Context: an optimization exercise on an open-source flow, tuned for small area, a short achievable clock period and few clock cycles per item. The choices shown serve that exercise and are no tape-out recipe. Only simulation tests tie the RTL to the original design; equivalence was not proved. Power is estimated from default activity; no workload was simulated.

### design/flow/config.mk
export PLATFORM = sky130hd
export DESIGN_NAME = contone_block_enc
export DESIGN_NICKNAME = contone_block_enc
export VERILOG_FILES = /design/flow/design.v
export SDC_FILE = /design/flow/constraint.sdc
export NUM_CORES = 4
export LEC_CHECK = 0
export CAP_MARGIN = 20
export CORE_MARGIN = 2
export CORE_UTILIZATION = 40
export SLEW_MARGIN = 20
### design/flow/constraint.sdc
create_clock -name core_clock -period 17.0 [get_ports {clk}]
set_input_delay 3.4000 -clock core_clock [delete_from_list [all_inputs] [get_ports {clk}]]
set_output_delay 3.4000 -clock core_clock [all_outputs]
set_load 0.01 [all_outputs]
### design/flow/design.v
module contone_block_enc (
    input  wire       clk,
    input  wire       rst,           
    input  wire       in_valid,
    output wire       in_ready,
    input  wire [7:0] in_cur,        
    input  wire [7:0] in_prev,       
    input  wire       in_sol,        
    output wire       out_valid,
    input  wire       out_ready,
    output wire [7:0] out_data,
    output wire       out_last       
);
    localparam [1:0] S_COLLECT = 2'd0,
                     S_CHOOSE  = 2'd1,
                     S_EMIT    = 2'd2;
    reg  [1:0] state;
    function [7:0] predict;
        input [1:0] p;
        input [7:0] w, n, nw;
        reg   [7:0] lo, hi;
        reg   [8:0] sum;
        begin
            lo  = (w < n) ? w : n;
            hi  = (w < n) ? n : w;
            sum = {1'b0, w} + {1'b0, n};
            case (p)
                2'd0: predict = w;
                2'd1: predict = n;
                2'd2: predict = sum[8:1];
                default: begin
                    if (nw >= hi)      predict = lo;
                    else if (nw <= lo) predict = hi;
                    else               predict = w + n - nw;
                end
            endcase
        end
    endfunction
    function [7:0] zigzag;
        input [7:0] cur, pred;
        reg   [7:0] e;
        begin
            e = cur - pred;
            if (e[7]) zigzag = ~{e[6:0], 1'b0};    
            else      zigzag = {e[6:0], 1'b0};     
        end
    endfunction
    function [5:0] rice_len;
        input [7:0] z;
        input [2:0] k;
        reg   [7:0] q;
        begin
            q = z >> k;
            if (q < 8'd24) rice_len = q[5:0] + 6'd1 + {3'd0, k};
            else           rice_len = 6'd32;
        end
    endfunction
    reg  [7:0]  buf_cur  [0:63];
    reg  [7:0]  buf_prev [0:63];
    reg  [5:0]  in_cnt;
    reg  [7:0]  last_cur, last_prev;    
    reg  [7:0]  blk_w0, blk_nw0;        
    reg  [11:0] cost [0:31];            
    reg  [3:0]  nonzero;                
    wire        in_fire = in_valid & in_ready;
    wire [7:0]  s_w  = in_sol ? in_prev : last_cur;
    wire [7:0]  s_nw = in_sol ? in_prev : last_prev;
    assign in_ready = (state == S_COLLECT);
    reg  [7:0]  s_z   [0:3];
    reg  [5:0]  s_len [0:31];
    integer     pi, ki;
    always @(*) begin
        for (pi = 0; pi < 4; pi = pi + 1) begin
            s_z[pi] = zigzag(in_cur, predict(pi[1:0], s_w, in_prev, s_nw));
            for (ki = 0; ki < 8; ki = ki + 1)
                s_len[8*pi+ki] = rice_len(s_z[pi], ki[2:0]);
        end
    end
    integer ci;
    always @(posedge clk) begin
        if (in_fire) begin
            buf_cur[in_cnt]  <= in_cur;
            buf_prev[in_cnt] <= in_prev;
            last_cur         <= in_cur;
            last_prev        <= in_prev;
            if (in_cnt == 6'd0) begin
                blk_w0  <= s_w;
                blk_nw0 <= s_nw;
            end
            for (ci = 0; ci < 32; ci = ci + 1)
                cost[ci] <= ((in_cnt == 6'd0) ? 12'd0 : cost[ci]) + {6'd0, s_len[ci]};
            for (pi = 0; pi < 4; pi = pi + 1)
                nonzero[pi] <= ((in_cnt == 6'd0) ? 1'b0 : nonzero[pi]) | (s_z[pi] != 8'd0);
        end
    end
    reg  [11:0] lvl_cost [0:62];
    reg  [4:0]  lvl_idx  [0:62];
    integer     li;
    always @(*) begin
        for (li = 0; li < 32; li = li + 1) begin
            lvl_cost[31+li] = cost[li];
            lvl_idx[31+li]  = li[4:0];
        end
        for (li = 30; li >= 0; li = li - 1) begin
            if (lvl_cost[2*li+2] < lvl_cost[2*li+1]) begin
                lvl_cost[li] = lvl_cost[2*li+2];
                lvl_idx[li]  = lvl_idx[2*li+2];
            end else begin
                lvl_cost[li] = lvl_cost[2*li+1];
                lvl_idx[li]  = lvl_idx[2*li+1];
            end
        end
    end
    wire [11:0] best_cost = lvl_cost[0];
    wire [4:0]  best_idx  = lvl_idx[0];
    localparam [1:0] K_CODED = 2'd0, K_ZERO = 2'd1, K_ESC = 2'd3;
    reg  [1:0]  kind;        
    reg  [1:0]  sel_p;
    reg  [2:0]  sel_k;
    reg  [63:0] acc;         
    reg  [6:0]  acc_n;       
    reg  [6:0]  code_idx;    
    wire [5:0]  ei   = code_idx[5:0];
    wire [7:0]  e_w  = (ei == 6'd0) ? blk_w0  : buf_cur[ei - 6'd1];
    wire [7:0]  e_nw = (ei == 6'd0) ? blk_nw0 : buf_prev[ei - 6'd1];
    wire [7:0]  e_n  = buf_prev[ei];
    wire [7:0]  e_z  = zigzag(buf_cur[ei], predict(sel_p, e_w, e_n, e_nw));
    wire [7:0]  e_q  = e_z >> sel_k;
    reg  [31:0] code_val;    
    reg  [5:0]  code_len;
    always @(*) begin
        if (kind == K_ESC) begin
            code_val = {24'd0, buf_cur[ei]};
            code_len = 6'd8;
        end else if (e_q < 8'd24) begin
            code_val = ((32'd2 << e_q[4:0]) - 32'd2) << sel_k
                       | ({24'd0, e_z} & ~(32'hFFFF_FFFF << sel_k));
            code_len = e_q[5:0] + 6'd1 + {3'd0, sel_k};
        end else begin
            code_val = {24'hFF_FFFF, e_z};
            code_len = 6'd32;
        end
    end
    wire        codes_left = (kind != K_ZERO) && !code_idx[6];
    assign out_valid = (state == S_EMIT) && (acc_n >= 7'd8 || (!codes_left && acc_n != 7'd0));
    assign out_data  = acc[63:56];
    assign out_last  = !codes_left && acc_n <= 7'd8;
    wire        out_fire = out_valid & out_ready;
    wire [63:0] acc_pop  = out_fire ? {acc[55:0], 8'd0} : acc;
    wire [6:0]  n_pop    = out_fire ? ((acc_n >= 7'd8) ? acc_n - 7'd8 : 7'd0) : acc_n;
    wire        push     = codes_left && n_pop <= 7'd32;
    wire [63:0] code_al  = {code_val, 32'd0} >> n_pop;    
    wire [63:0] code_sh  = code_al << (7'd32 - {1'b0, code_len});
    always @(posedge clk) begin
        if (rst) begin
            state  <= S_COLLECT;
            in_cnt <= 6'd0;
            acc_n  <= 7'd0;
        end else begin
            case (state)
                S_COLLECT: begin
                    if (in_fire) begin
                        in_cnt <= in_cnt + 6'd1;
                        if (in_cnt == 6'd63) state <= S_CHOOSE;
                    end
                end
                S_CHOOSE: begin
                    code_idx <= 7'd0;
                    acc_n    <= 7'd8;
                    if (nonzero != 4'hF) begin
                        kind  <= K_ZERO;
                        sel_p <= !nonzero[0] ? 2'd0 : !nonzero[1] ? 2'd1 :
                                 !nonzero[2] ? 2'd2 : 2'd3;
                        sel_k <= 3'd0;
                        acc   <= {2'b01,
                                  !nonzero[0] ? 2'd0 : !nonzero[1] ? 2'd1 :
                                  !nonzero[2] ? 2'd2 : 2'd3,
                                  4'd0, 56'd0};
                    end else if (best_cost <= 12'd504) begin
                        kind  <= K_CODED;
                        sel_p <= best_idx[4:3];
                        sel_k <= best_idx[2:0];
                        acc   <= {2'b00, best_idx[4:3], 1'b0, best_idx[2:0], 56'd0};
                    end else begin
                        kind  <= K_ESC;
                        sel_p <= 2'd0;
                        sel_k <= 3'd0;
                        acc   <= {8'hC0, 56'd0};
                    end
                    state <= S_EMIT;
                end
                S_EMIT: begin
                    acc   <= push ? (acc_pop | code_sh) : acc_pop;
                    acc_n <= push ? n_pop + {1'b0, code_len} : n_pop;
                    if (push) code_idx <= code_idx + 7'd1;
                    if (out_fire && out_last) state <= S_COLLECT;
                end
                default: state <= S_COLLECT;
            endcase
        end
    end
endmodule
### design/flow/run.sh
#!/bin/bash
# synth_recipe.tcl (not shown) runs the flow's synth.tcl, then flattens the netlist and writes it again
# the make line also repeats each setting of config.mk as NAME=value (left out here)
make -C /OpenROAD-flow-scripts/flow DESIGN_CONFIG=/design/flow/config.mk WORK_HOME=/design/flow/orfs CLKGATE_MAP_FILE= SYNTH_SCRIPT=/design/flow/synth_recipe.tcl finish
==> notes.md <==
drt wl/cell 27.0 um; ranking of synthesized cells by area edfxtp_1 43%, mux4_2 13%, ha_1 8.1%; via count 81392; Remaining Overflow, GRT 0; unrepaired setup endpoints after global routing no; TritonRoute pass-1 iters 7; Starting Density 40.2%; I/O Pins 32; Clock Power Share 19.1%; Data required, critical path 17.70 ns; Switch Pwr 9.13 mW; Die Y 522 um; Worst Setup Path Type flip-flop to flip-flop; achievable clock frequency 61.9 MHz; Critical R2R Launch code_idx[1]$_DFFE_PP_; Synth Cell Area 107000 um2; CP most frequent cell a21oi_1; syn_area_per_cell 11.3 um2; Cells after Synth 9485; number of synthesized register bits 1543; clk sinks 1543; Reg2Reg Setup Slack 0.83 ns; largest buffer count on any clock path 3; total track usage 25.5%; die width 522 um; outcome complete, no violations; largest net degree at the start of global routing 131; Most used DFF post-synth edfxtp_1; WHS Path Cells 2; final net count 10195; Area Growth Syn to Fin 10.6%; worst r2r path cells 61; worst-margin pin slew 1.15 ns; Num CTS Buffers 176; crit path launch type flip-flop; hold_sp acc_n[0]$_SDFFE_PP0N_; Crit Path Max Fanout 25; fill cell count 24507; Int Pwr 10.9 mW; post-synth top area cell edfxtp_1; Arr. time, crit path 16.87 ns; fin crit share 95.1%; vias in the first global route 79472; share of cells above drive strength 1 14.8%; TNS Setup 0 ns; Max Slew Vio Count 0; Worst-path clk slew 0.06 ns; Syn. warnings 6; # H-tree levels 4; worst-skew pair later-pin latency 0.91 ns; Setup Skew 0.101 ns; crit end category flip-flop; MaxCap Viol Count 0; CP max stage cell a221oi_1; hold endpoint acc_n[0]$_SDFFE_PP0N_; Leak 43.8 nW; area occupied by multi-input gates 58000 um2; Routed WL 354000 um; Die Footprint 273000 um2; Tot Pwr 20.0 mW; first-pass GRT wire length 526000 um; library cells used by synthesis 120; setup violators final 0; routability cong. 1.04; Final Cell Area 119000 um2; hold slack 0.514 ns; Cell Pwr Density 168 nW/um2; DP HPWL 248000 um; Gate power share 56.3%; minimum clock period 16.17 ns; clk root buf clkbuf_16; slew margin rel. 23.6%; CTS tree built; register area 46100 um2; Post-synth EDFFs 1522; Worst path max stage delay 0.67 ns; final hold violation count 0; residual DRC count 0; Hold Crit Class flip-flop to flip-flop; Max VDD drop 283 uV; DRT iter0 DRCs 9652; core footprint 267000 um2; Post-Place Cell Area 113000 um2; register share of total power 24.6%; cell row count 190; initial antenna violation count 15; IO buf count 31; reg2reg end acc[63]$_DFFE_PP_; switch share 45.7%; ys async rst share 0%; net count after synthesis 10249; sequential area share after synthesis 42.9%; final antenna-violating net count 0; routed vias/inst 6.20; Yosys top cell area share 42.5%
## logic make-up (layout without fill, tap and decap cells)
group	count (synthesis)	count (layout)	synth area share (%)
mux	965	965	16.4
flops	1543	1543	42.9
buf+inv	1098	1183	3.95
compound gates	2095	2095	12.9
xor+xnor	462	462	3.83
simple gates	2579	2579	10.9
other cells	0	3	0
fa+ha+maj	743	743	9.01
## sequential cells by signal, indices dropped and copies added, names as in the netlist, named ones only
| register | flops |
|---|---|
| acc | 64 |
| acc_n | 7 |
| blk_nw0 | 8 |
| blk_w0 | 8 |
| buf_cur | 512 |
| buf_prev | 512 |
| code_idx | 7 |
| cost | 384 |
| in_cnt | 6 |
| kind | 2 |
| last_cur | 8 |
| last_prev | 8 |
| nonzero | 4 |
| sel_k | 3 |
| sel_p | 2 |
| state | 2 |
## worst max-delay path: cells and delay by family, from the launching register on
family / cells / cell delay [ns]
DFF: 1 / 0.46
AOI/OAI and AO/OA: 23 / 5.24
adders and majority gates: 5 / 1.65
and+or+nand+nor: 11 / 2.12
buffers and inverters: 8 / 1.41
muxes: 11 / 4.14
xor gates and xnor gates: 3 / 0.97
## worst max path at each step
stage                          start                     to  cells after the start
2_1_floorplan  code_idx[0]$_DFFE_PP_  acc[18]$_SDFFCE_PN0P_                     79
3_3_place_gp   code_idx[1]$_DFFE_PP_  acc[18]$_SDFFCE_PN0P_                     58
3_5_place_dp   code_idx[1]$_DFFE_PP_  acc[18]$_SDFFCE_PN0P_                     59
4_1_cts        code_idx[1]$_DFFE_PP_  acc[18]$_SDFFCE_PN0P_                     59
5_1_grt        code_idx[1]$_DFFE_PP_      acc[63]$_DFFE_PP_                     62
6_report       code_idx[1]$_DFFE_PP_      acc[63]$_DFFE_PP_                     61
## layout by cell type (no fill, tap or decap), types with 48 or more instances in the layout
cell type     n
nand2_1     663
mux2_2       59
a21oi_1     622
o211ai_1     66
nor2b_1      86
ha_1        688
nand4_1      98
mux4_2      632
nand3_1     237
inv_1       585
mux2i_1     271
o21ai_0     328
nor2_4       61
clkinv_1     51
edfxtp_1   1522
xnor2_1     284
a31oi_1      58
buf_4       219
fa_1         51
o21bai_1     62
o22ai_1      59
nand2b_1     96
clkbuf_16   178
nor2_1      906
nor3_1      127
a22oi_1      48
and2_1      103
a21o_1      290
xor2_1      160
## final cells by class
cell class	instances	share of cell area, %
diodes	3	0.00632
clock buffers	213	3.82
clock inverters	104	1.01
inverters	598	1.90
multi-input cells	6844	48.8
flip-flops and latches	1543	38.8
well taps	3552	3.74
repair buffers	268	1.91
## power groups by stage
stage | sequential [mW] | clock [mW] | combinational (mW)
after detailed placement | 4.99 | 0 | 11.0
after global routing | 4.95 | 4.01 | 12.3
after floorplan | 4.94 | 0 | 7.63
after global placement | 4.98 | 0 | 10.8
after CTS | 4.91 | 3.87 | 11.0
final | 4.91 | 3.81 | 11.3
## metal layers
metal	GRT usage (%)	share of wire, %	wire (um)	vias up
met1	34.9	41	144000	40451
met2	39.8	46	161000	4293
met5	0	0.0076	27	-
li1	-	-	-	35941
met3	5.40	9.7	34400	703
met4	9.34	3.9	13900	4
## synthesized netlist by cell type (49+ instances only)
cell and n:
edfxtp_1 1522, nor2_1 970, ha_1 692, nand2_1 664
a21oi_1 635, mux4_2 632, inv_1 587, clkbuf_1 359
o21ai_0 331, xnor2_1 291, a21o_1 290, mux2i_1 274
nand3_1 237, xor2_1 164, nor3_1 131, and2_1 104
nand4_1 98, nand2b_1 96, buf_1 89, nor2b_1 87
o211ai_1 66, o21bai_1 62, o22ai_1 61, a31oi_1 60
mux2_2 59, a211oi_1 52, fa_1 51, a22oi_1 49
## what timing repair did
action                                  4_1_cts  5_1_grt
endpoints found under the setup margin        0       62
gates resized for setup                       0       42
hold buffers                                  0        0
setup buffers                                 0        4
## per-stage QoR
stage,std cells,worst slack (ns),util (%)
floorplan,9485,0.0285,-
finish,13125,0.833,44.4
CTS,13116,0.635,44.3
global route,13124,0.00554,44.4
detailed placement,12799,0.705,42.2
global placement,12798,0.614,42.1
Testbench counts, summed over its fixed seeds: cycles 281,226, blocks 2,560.

## re-timing with driven ports
How much do the figures lean on ideal ports? The routed layout below was timed once more, with nothing changed but the port constraints. Step 1 (the two cells are an assumption about what drives the block):
set clk [get_ports {clk}]
set_driving_cell -lib_cell sky130_fd_sc_hd__clkbuf_16 $clk
set_driving_cell -lib_cell sky130_fd_sc_hd__buf_2 [delete_from_list [all_inputs] $clk]
Step 2 times the ports against the registers' clock, not the clock port: input delays grow and output delays shrink by t, the midpoint of the rising clock arrivals with the driver on. Three values: ideal ports, drivers, drivers and shift; two values: the first two.
t (ns): 0.943
setup slack, ns: 0.833 / 0.833 / 0.833
worst setup path at the end: register to register
latest minus earliest clock arrival (ns): 0.128 / 0.128
slew at the worst register clock pin (ns): 0.07 / 0.07
After both steps setup and hold are still met in this run. For this run, drivers alone change the setup slack by 0.000 ns; drivers and shift together by 0.000 ns.
